Source: an optimization exercise on an open RTL-to-GDS flow (aim: small area, a short achievable clock period and few clock cycles). Production flows keep margins and buffers that such runs may drop. In this exercise RTL edits were held to simulation tests only and were not proved equivalent to the original.

## flow/design.v (module list and top-level ports; edited modules follow where they fit)
// module blk_blend: 3888 lines
// module blk_fix: 394 lines
// module blk_fa: 10 lines
// module blk_ha: 9 lines
module blk_blend (
    input  wire        clk,
    input  wire        rst,
    input  wire        in_valid,
    output wire        in_ready,
    input  wire        in_per_pixel,
    input  wire [19:0] in_alpha,
    input  wire [79:0] in_src,
    input  wire [79:0] in_dst,
    output wire        out_valid,
    input  wire        out_ready,
    output wire [79:0] out_pix
);
  // ...
==> flow/flow/run.sh <==
#!/bin/bash
# The standard layout, with two changes to how it is made (the constraints
# themselves are unchanged):
#  - the resizer's setup repair aims for more slack than the period needs;
#  - every port still gets a buffer, but a plain buf_2 rather than the
#    delay-cell buffer that buffer_ports picks on its own.
# make's output goes to make_finish.log; each ORFS step keeps its own log
# under orfs/logs.
set -euo pipefail
cd "$(dirname "$0")/.."
bash standard.sh finish SETUP_SLACK_MARGIN=9.9 \
    "BUFFER_PORTS_ARGS=-buffer_cell sky130_fd_sc_hd__buf_2" > make_finish.log 2>&1
==> flow/standard.sh <==
#!/bin/bash
# synth_recipe.tcl (not shown) runs the flow's synth.tcl, then flattens the netlist and writes it again
# the make line also repeats each setting of config.mk as NAME=value (left out here)
make -C /OpenROAD-flow-scripts/flow DESIGN_CONFIG=/design/flow/config.mk WORK_HOME=/design/flow/orfs CLKGATE_MAP_FILE= SYNTH_SCRIPT=/design/flow/synth_recipe.tcl "${@:-finish}"
==> flow/config.mk <==
export PLATFORM = sky130hd
export DESIGN_NAME = blk_blend
export DESIGN_NICKNAME = blk_blend
export VERILOG_FILES = /design/flow/design.v
export SDC_FILE = /design/flow/constraint.sdc
export NUM_CORES = 4
export LEC_CHECK = 0
export ABC_AREA = 1
export CAP_MARGIN = 20
export CORE_MARGIN = 2
export CORE_UTILIZATION = 50
export PLACE_DENSITY = 0.65
export SLEW_MARGIN = 20
export SYNTH_HIERARCHICAL = 1
export SYNTH_MINIMUM_KEEP_SIZE = 0
==> flow/constraint.sdc <==
create_clock -name core_clock -period 14.0 [get_ports {clk}]
set_input_delay 2.8000 -clock core_clock [delete_from_list [all_inputs] [get_ports {clk}]]
set_output_delay 2.8000 -clock core_clock [all_outputs]
set_load 0.01 [all_outputs]
==> flow_summary.ini, run 1 <==
[timing]
fin_crit_sh = 0.305
rsz0062_at_grt = yes
clock.fmax_mhz = 234

[global_routing]
antenna_found_initial = 12
grt_pass1_wl_um = 458000
gr-usage-met3 = 0.122
met1_usage = 0.410

[setup_path]
startpoint_type = flop
cp_slowest_cell = fa_2
crit_family = simple AND/OR/NAND/NOR gates

[floorplan]
dieArea_mm2 = 0.196
die_w_um = 442
start_util = 0.504

[logic_synthesis]
synth_top_family_by_area = adder cells
yosys.area_share.simple = 0.102
ys_warn_count = 7
synth-xor-area-share = 0.120

[hold_path]
min_path_type = reg -> reg
hp-start = d1[29]$_DFFE_PP_

[run_status]
status = no timing/DRC/antenna violations

[cells_and_area]
flops_and_latches = 1069
biggestCellCategory = multi-input gates

[drt]
drc = 0
wl_met3_um = 46800

[placed_design]
pre_cts_ws_ns = 8.66

[clock_tree]
clkTransAtPathRegs_ns = 0.06

[job]
maxCapViolCount = 0
Testbench counts, summed over its fixed seeds: cycles 12,040.
==> run 2, diff against run 1 <==
--- a/flow/design.v
+++ b/flow/design.v
@@ -6,45 +6,45 @@
     input  wire        in_per_pixel,
     input  wire [19:0] in_alpha,
     input  wire [79:0] in_src,
     input  wire [79:0] in_dst,
     output wire        out_valid,
     input  wire        out_ready,
     output wire [79:0] out_pix
 );
-    reg        adv;             
-    reg        busy;            
+    reg        stall;           
+    reg        rdy;             
     reg        v0, v1, v2, v3;  
     reg        ov, kv;          
     reg [79:0] opix, kpix;
     wire [79:0] res;
-    assign in_ready  = !busy;
+    assign in_ready  = rdy;
     assign out_valid = ov;
     assign out_pix   = opix;
     wire o_free = !ov || out_ready;
-    wire arrive = adv && v3;
+    wire arrive = !stall && v3;
     wire kv_nx  = kv ? !o_free : (arrive && !o_free);
     always @(posedge clk) begin
         if (rst) begin
-            adv <= 1'b1;
-            busy <= 1'b0;
+            stall <= 1'b0;
+            rdy <= 1'b1;
             v0 <= 1'b0; v1 <= 1'b0; v2 <= 1'b0; v3 <= 1'b0;
             ov <= 1'b0; kv <= 1'b0;
         end else begin
-            if (adv) begin
+            if (!stall) begin
                 v0 <= in_valid;
                 v1 <= v0;
                 v2 <= v1;
                 v3 <= v2;
             end
             if (o_free) ov <= kv || arrive;
             kv  <= kv_nx;
-            adv <= !kv_nx;
-            busy <= kv_nx;
+            stall <= kv_nx;
+            rdy <= !kv_nx;
         end
         if (o_free) opix <= kv ? kpix : res;
         if (!kv) kpix <= res;
     end
     wire [19:0] ax = in_per_pixel ? in_src[19:0] : 20'hfffff;
     wire ie1_0 = ax[0] ^ 1'b0;
     wire ie2_0 = (ax[1] & ~ax[0] & ~1'b0) | (~ax[1] & ax[0] & 1'b0);
     wire ien_0 = ax[1];
@@ -77,17 +77,17 @@
     wire ien_9 = ax[19];
     wire ie1_10 = 1'b0 ^ ax[19];
     wire ie2_10 = (1'b0 & ~1'b0 & ~ax[19]) | (~1'b0 & 1'b0 & ax[19]);
     wire ien_10 = 1'b0;
     reg [19:0] al0;
     reg [79:20] s0;
     reg [79:0] d0;
     reg [10:0] q1_0, q2_0, qn_0;
-    always @(posedge clk) if (adv) begin
+    always @(posedge clk) if (!stall) begin
         al0 <= in_alpha;
         s0  <= in_src[79:20];
         d0  <= in_dst;
         q1_0[0] <= ie1_0; q2_0[0] <= ie2_0; qn_0[0] <= ien_0;
         q1_0[1] <= ie1_1; q2_0[1] <= ie2_1; qn_0[1] <= ien_1;
         q1_0[2] <= ie1_2; q2_0[2] <= ie2_2; qn_0[2] <= ien_2;
         q1_0[3] <= ie1_3; q2_0[3] <= ie2_3; qn_0[3] <= ien_3;
         q1_0[4] <= ie1_4; q2_0[4] <= ie2_4; qn_0[4] <= ien_4;
@@ -772,17 +772,17 @@
     wire [39:0] tp_r0 = {tp_c207, tp_c206, tp_c205, tp_c204, tp_c203, tp_c202, tp_c201, tp_c200, tp_c199, tp_c198, tp_c197, tp_c196, tp_c195, tp_c194, tp_c193, tp_c192, tp_c191, tp_c190, tp_c189, tp_c188, tp_c187, tp_c186, tp_c185, tp_c184, tp_c183, tp_c182, tp_c181, tp_c180, tp_c179, tp_c178, tp_c177, tp_c176, tp_c175, tp_c174, tp_c173, tp_c172, tp_c171, tp_s171, tp_b0_p1, qn_0[0]};
     wire [39:0] tp_r1 = {tp_s208, tp_s207, tp_s206, tp_s205, tp_s204, tp_s203, tp_s202, tp_s201, tp_s200, tp_s199, tp_s198, tp_s197, tp_s196, tp_s195, tp_s194, tp_s193, tp_s192, tp_s191, tp_s190, tp_s189, tp_s188, tp_s187, tp_s186, tp_s185, tp_s184, tp_s183, tp_s182, tp_s181, tp_s180, tp_s179, tp_s178, tp_s177, tp_s176, tp_s175, tp_s174, tp_s173, tp_s172, tp_b1_p0, 1'b0, tp_b0_p0};
     wire [20:0] er = {1'b0, s0[79:60]} - {1'b0, d0[79:60]};
     wire [20:0] eg = {1'b0, s0[59:40]} - {1'b0, d0[59:40]};
     wire [20:0] eb = {1'b0, s0[39:20]} - {1'b0, d0[39:20]};
     reg [39:0] ac0, ac1;
     reg [20:0] er1, eg1, eb1;
     reg [79:0] d1;
-    always @(posedge clk) if (adv) begin
+    always @(posedge clk) if (!stall) begin
         ac0 <= tp_r0;
         ac1 <= tp_r1;
         er1 <= er;
         eg1 <= eg;
         eb1 <= eb;
         d1  <= d0;
     end
     wire [19:0] aq;
@@ -819,17 +819,17 @@
     wire ae2_9 = (aa[19] & ~aa[18] & ~aa[17]) | (~aa[19] & aa[18] & aa[17]);
     wire aen_9 = aa[19];
     wire ae1_10 = 1'b0 ^ aa[19];
     wire ae2_10 = (1'b0 & ~1'b0 & ~aa[19]) | (~1'b0 & 1'b0 & aa[19]);
     wire aen_10 = 1'b0;
     reg [10:0] a1_2, a2_2, an_2;
     reg [20:0] er2, eg2, eb2;
     reg [79:0] d2;
-    always @(posedge clk) if (adv) begin
+    always @(posedge clk) if (!stall) begin
         er2 <= er1;
         eg2 <= eg1;
         eb2 <= eb1;
         d2  <= d1;
         a1_2[0] <= ae1_0; a2_2[0] <= ae2_0; an_2[0] <= aen_0;
         a1_2[1] <= ae1_1; a2_2[1] <= ae2_1; an_2[1] <= aen_1;
         a1_2[2] <= ae1_2; a2_2[2] <= ae2_2; an_2[2] <= aen_2;
         a1_2[3] <= ae1_3; a2_2[3] <= ae2_3; an_2[3] <= aen_3;
@@ -3870,17 +3870,17 @@
     blk_fa u_ta_s248 (.a(ta_s170), .b(ta_c207), .c(ta_s208), .s(ta_s248), .co(ta_c248));
     wire ta_s249, ta_c249;
     blk_fa u_ta_s249 (.a(ta_c170), .b(ta_s209), .c(ta_c208), .s(ta_s249), .co(ta_c249));
     wire ta_s250, ta_c250;
     blk_fa u_ta_s250 (.a(ta_b9_s), .b(ta_c209), .c(ta_s210), .s(ta_s250), .co(ta_c250));
     wire [39:0] ta_r0 = {ta_c249, ta_c248, ta_c247, ta_c246, ta_c245, ta_c244, ta_c243, ta_c242, ta_c241, ta_c240, ta_c239, ta_c238, ta_c237, ta_c236, ta_c235, ta_c234, ta_c233, ta_c232, ta_c231, ta_c230, ta_c229, ta_c228, ta_c227, ta_c226, ta_c225, ta_c224, ta_c223, ta_c222, ta_c221, ta_c220, ta_c219, ta_c218, ta_c217, ta_c216, ta_c215, ta_c214, ta_c213, ta_c212, ta_c211, ta_s211};
     wire [39:0] ta_r1 = {ta_s250, ta_s249, ta_s248, ta_s247, ta_s246, ta_s245, ta_s244, ta_s243, ta_s242, ta_s241, ta_s240, ta_s239, ta_s238, ta_s237, ta_s236, ta_s235, ta_s234, ta_s233, ta_s232, ta_s231, ta_s230, ta_s229, ta_s228, ta_s227, ta_s226, ta_s225, ta_s224, ta_s223, ta_s222, ta_s221, ta_s220, ta_s219, ta_s218, ta_s217, ta_s216, ta_s215, ta_s214, ta_s213, ta_s212, ta_s172};
     reg [39:0] cr0, cr1, cg0, cg1, cb0, cb1, ca0, ca1;
-    always @(posedge clk) if (adv) begin
+    always @(posedge clk) if (!stall) begin
         cr0 <= tr_r0; cr1 <= tr_r1;
         cg0 <= tg_r0; cg1 <= tg_r1;
         cb0 <= tb_r0; cb1 <= tb_r1;
         ca0 <= ta_r0; ca1 <= ta_r1;
     end
     blk_fix u_fr (.c0(cr0), .c1(cr1), .q(res[79:60]));
     blk_fix u_fg (.c0(cg0), .c1(cg1), .q(res[59:40]));
     blk_fix u_fb (.c0(cb0), .c1(cb1), .q(res[39:20]));
==> run 2 against run 1 <==
Compared with the run above: count of clock-buffer cells in the layout is 23 lower; final cell count is 0.63% lower; worst hold slack better by 0.021 ns; first-iteration DRC count is 5.7% higher; largest cell class unchanged; critical path depth is 22 lower; flip-flop and latch count stayed put; wire length is 1.9% lower; non-clock buffer count is 20 lower.
==> flow_summary.ini, run 2 <==
[timing]
drv_slew = 0
tns_ns = 0
tightest_slew_ns = 1.17
fin_skew_ns = 0.0547
slew_headroom = 0.218
rsz0062_at_grt = yes
setup_viol = 0
hold_viol = 0
clock.fmax_mhz = 233
fin_crit_ns = 4.29
fin_crit_sh = 0.307
fin_hold_ws_ns = 0.413

[logic_synthesis]
synth_area_leader_cell = edfxtp_1
yosys.area.top_type_share = 0.311
yosys-top-cells-area = edfxtp_1, fa_1, xor2_1
syn_area_per_cell_um2 = 10.5
synth_flop_cell = edfxtp_1
async_flop_share = 0
synthTopCellsByCount = nand2_1, xor2_1, fa_1, edfxtp_1, o22ai_1
synth_area_mm2 = 0.0949
synth_seq_area_share = 0.329
ys_ff_latch = 1069
ys_warn_count = 7
synth_cells = 9066
yosys.cell_count.top_type = nand2_1
synth_edf_count = 982
ys_types = 47

[setup_path]
cp.arrival_ns = 1.49
worstPathRequired_ns = 11.20
ff2ff_path_depth = 29
cp_slowest_cell = edfxtp_1
cp_max_fo = 1
r2r_start = ca1[0]$_DFFE_PN_
crit_type = reg -> out
startpoint_type = flop
crit_chain = buf_2
cp-end-kind = output port
crit_family = flip-flops
rrSetupSlack_ns = 9.77
worst-path-buf-inv = 1
r2r_end = opix[39]$_DFFE_PN_
max_stage_delay_ns = 0.49

[global_routing]
gr-usage-met3 = 0.120
grt_usage = 0.312
grt_pass1_wl_um = 452000
overflow = 0
top_usage_layer = met2
grtUsageMet2 = 0.446
grt_pass1_vias = 72093
grt_max_degree = 188
met1_usage = 0.418
antenna_found_initial = 8

[clock_tree]
cts_sinks = 1069
clkTransAtPathRegs_ns = 0.06
root_buffer = clkbuf_16
cts_hold_buf = 0
htree_levels = 3
cts_tree = done
cts-buffers-inserted = 116
clk_latency_ns = 0.81
cts_buffer_depth = 3

[floorplan]
dieArea_mm2 = 0.193
core_area_mm2 = 0.188
start_util = 0.504
die_h_um = 440
rows = 159
die_w_um = 440
ioPinCount = 267

[job]
maxCapViolCount = 0

[cells_and_area]
stdcell_count = 12022
area_growth_pct = 15.9
nets = 11176
layout-drive-gt1-share = 0.194
final_common_cell = nand2_1
layout_common_cells = nand2_1, xor2_1, fa_1
fin_area_mm2 = 0.110

[drt]
wl_per_cell_um = 26.6
firstDrtPassIters = 9
vias = 73741
vias_per_cell = 6.13
drt_iter0_markers = 9571
drc = 0
ant_nets = 0
drt-total-wl_um = 319000

[hold_path]
min_path_cells = 0
min_path_type = reg -> reg
hp-start = d1[14]$_DFFE_PN_
hold_end = d2[14]$_DFFE_PN_

[placed_design]
port_buffers = 266
gp_congestion = 0.954
dp.cells = 11365
dp_hpwl_um = 201000
place_area_mm2 = 0.0974

[run_status]
status = no timing/DRC/antenna violations
[run 2: changes by cell type in the layout (fill, tap and decap cells not counted), sizes merged, moves of 5 or more]
| cell | previous run | this run |
|---|---|---|
| clkinv | 75 | 82 |
| clkbuf | 174 | 150 |
| nand3 | 297 | 291 |
| inv | 905 | 888 |
| clkinvlp | 106 | 113 |
| buf | 711 | 691 |
| diode | 11 | 6 |
[run 2: metal layers]
metal | vias up | wire length, um | share of wire
met2 | 5247 | 132000 | 0.41
met5 | - | 559 | 0.0018
li1 | 31087 | - | -
met3 | 1188 | 46000 | 0.14
met4 | 16 | 18400 | 0.058
met1 | 36203 | 122000 | 0.38
[run 2: area by class of cell]
cell class | instances | area, um2
Inverter | 968 | 4210
Tap cell | 2495 | 3120
Fill cell | 15451 | 78200
Multi-Input combinational cell | 6492 | 60600
Clock buffer | 133 | 3030
Timing Repair inverter | 52 | 319
Antenna cell | 6 | 15.0
Clock inverter | 81 | 841
Sequential cell | 1069 | 31200
Timing Repair Buffer | 726 | 6660
[run 2: how the worst max path moves through the flow]
| stage | endpoint | cells after the start | slack (ns) | from |
|---|---|---|---|---|
| after floorplan | rdy$_SDFF_PP1_ | 4 | 9.49 | out_ready |
| after global placement | a2_2[7]$_DFFE_PN_ | 29 | 8.62 | ac1[0]$_DFFE_PN_ |
| after detailed placement | a2_2[6]$_DFFE_PN_ | 28 | 8.58 | ac1[0]$_DFFE_PN_ |
| after CTS | out_pix[79] | 1 | 9.59 | opix[79]$_DFFE_PN_ |
| after global routing | opix[33]$_DFFE_PN_ | 30 | 9.58 | ca1[0]$_DFFE_PN_ |
| final | out_pix[79] | 1 | 9.71 | opix[79]$_DFFE_PN_ |
[run 2: kinds of logic (layout without fill, tap and decap cells)]
family / Yosys count / count (layout) / synth area share
AO/OA/AOI/OAI: 1333 / 1333 / 0.0878
XOR/XNOR: 1295 / 1295 / 0.121
adder cells (fa/ha/maj): 1566 / 1566 / 0.291
buffers and inverters: 1538 / 1960 / 0.0690
flip-flops: 1069 / 1069 / 0.329
multiplexers: 9 / 9 / 0.00107
other: 1 / 12 / 0.0000395
AND/OR/NAND/NOR: 2255 / 2283 / 0.101
[run 2: stage by stage]
stage	utilization	worst slack [ns]
floorplan	-	9.49
global route	0.585	9.58
global placement	0.517	8.62
detailed placement	0.517	8.58
finish	0.585	9.71
CTS	0.561	9.59
[run 2: timing repair]
| item | in CTS | in global routing |
|---|---|---|
| endpoints found under the setup margin | 596 | 442 |
| setup buffers | 142 | 174 |
| gates resized for setup | 534 | 567 |
| gates cloned | 60 | 59 |
| pin swaps | 107 | 231 |
[run 2: per-module statistics from Yosys, one instance, submodules excluded]
| module | flops+latches | area, um2 |
|---|---|---|
| blk_blend | 1069 | 57400 |
| blk_fix | 0 | 3070 |
| blk_fa | 0 | 20.0 |
| blk_ha | 0 | 12.5 |
Testbench counts of run 2, summed over its fixed seeds: cycles 12,040.

## static timing again, ports no longer ideal
No port has a modelled driver above. Below, the same layouts with a new extraction and two added sets of constraints. Step 1, drivers: a clkbuf_16 drives clk and a buf_2 each remaining input, both assumed. Step 2 times the ports against the registers' clock, not the clock port: input delays grow and output delays shrink by t, the midpoint of the rising clock arrivals with the driver on. a / b / c = no drivers / after step 1 / after step 2; a / b = the first two.
run | shift t [ns] | slack for setup (ns) | worst setup path after step 2 | latest minus earliest clock arrival (ns) | pins driven straight from the clock port
run 1 | 0.897 | 9.727 / 9.663 / 9.727 | register to register | 0.037 / 0.037 | 1
run 2 | 0.869 | 9.706 / 9.617 / 9.770 | register to register | 0.061 / 0.060 | 1
After both steps every run listed still meets setup and hold.
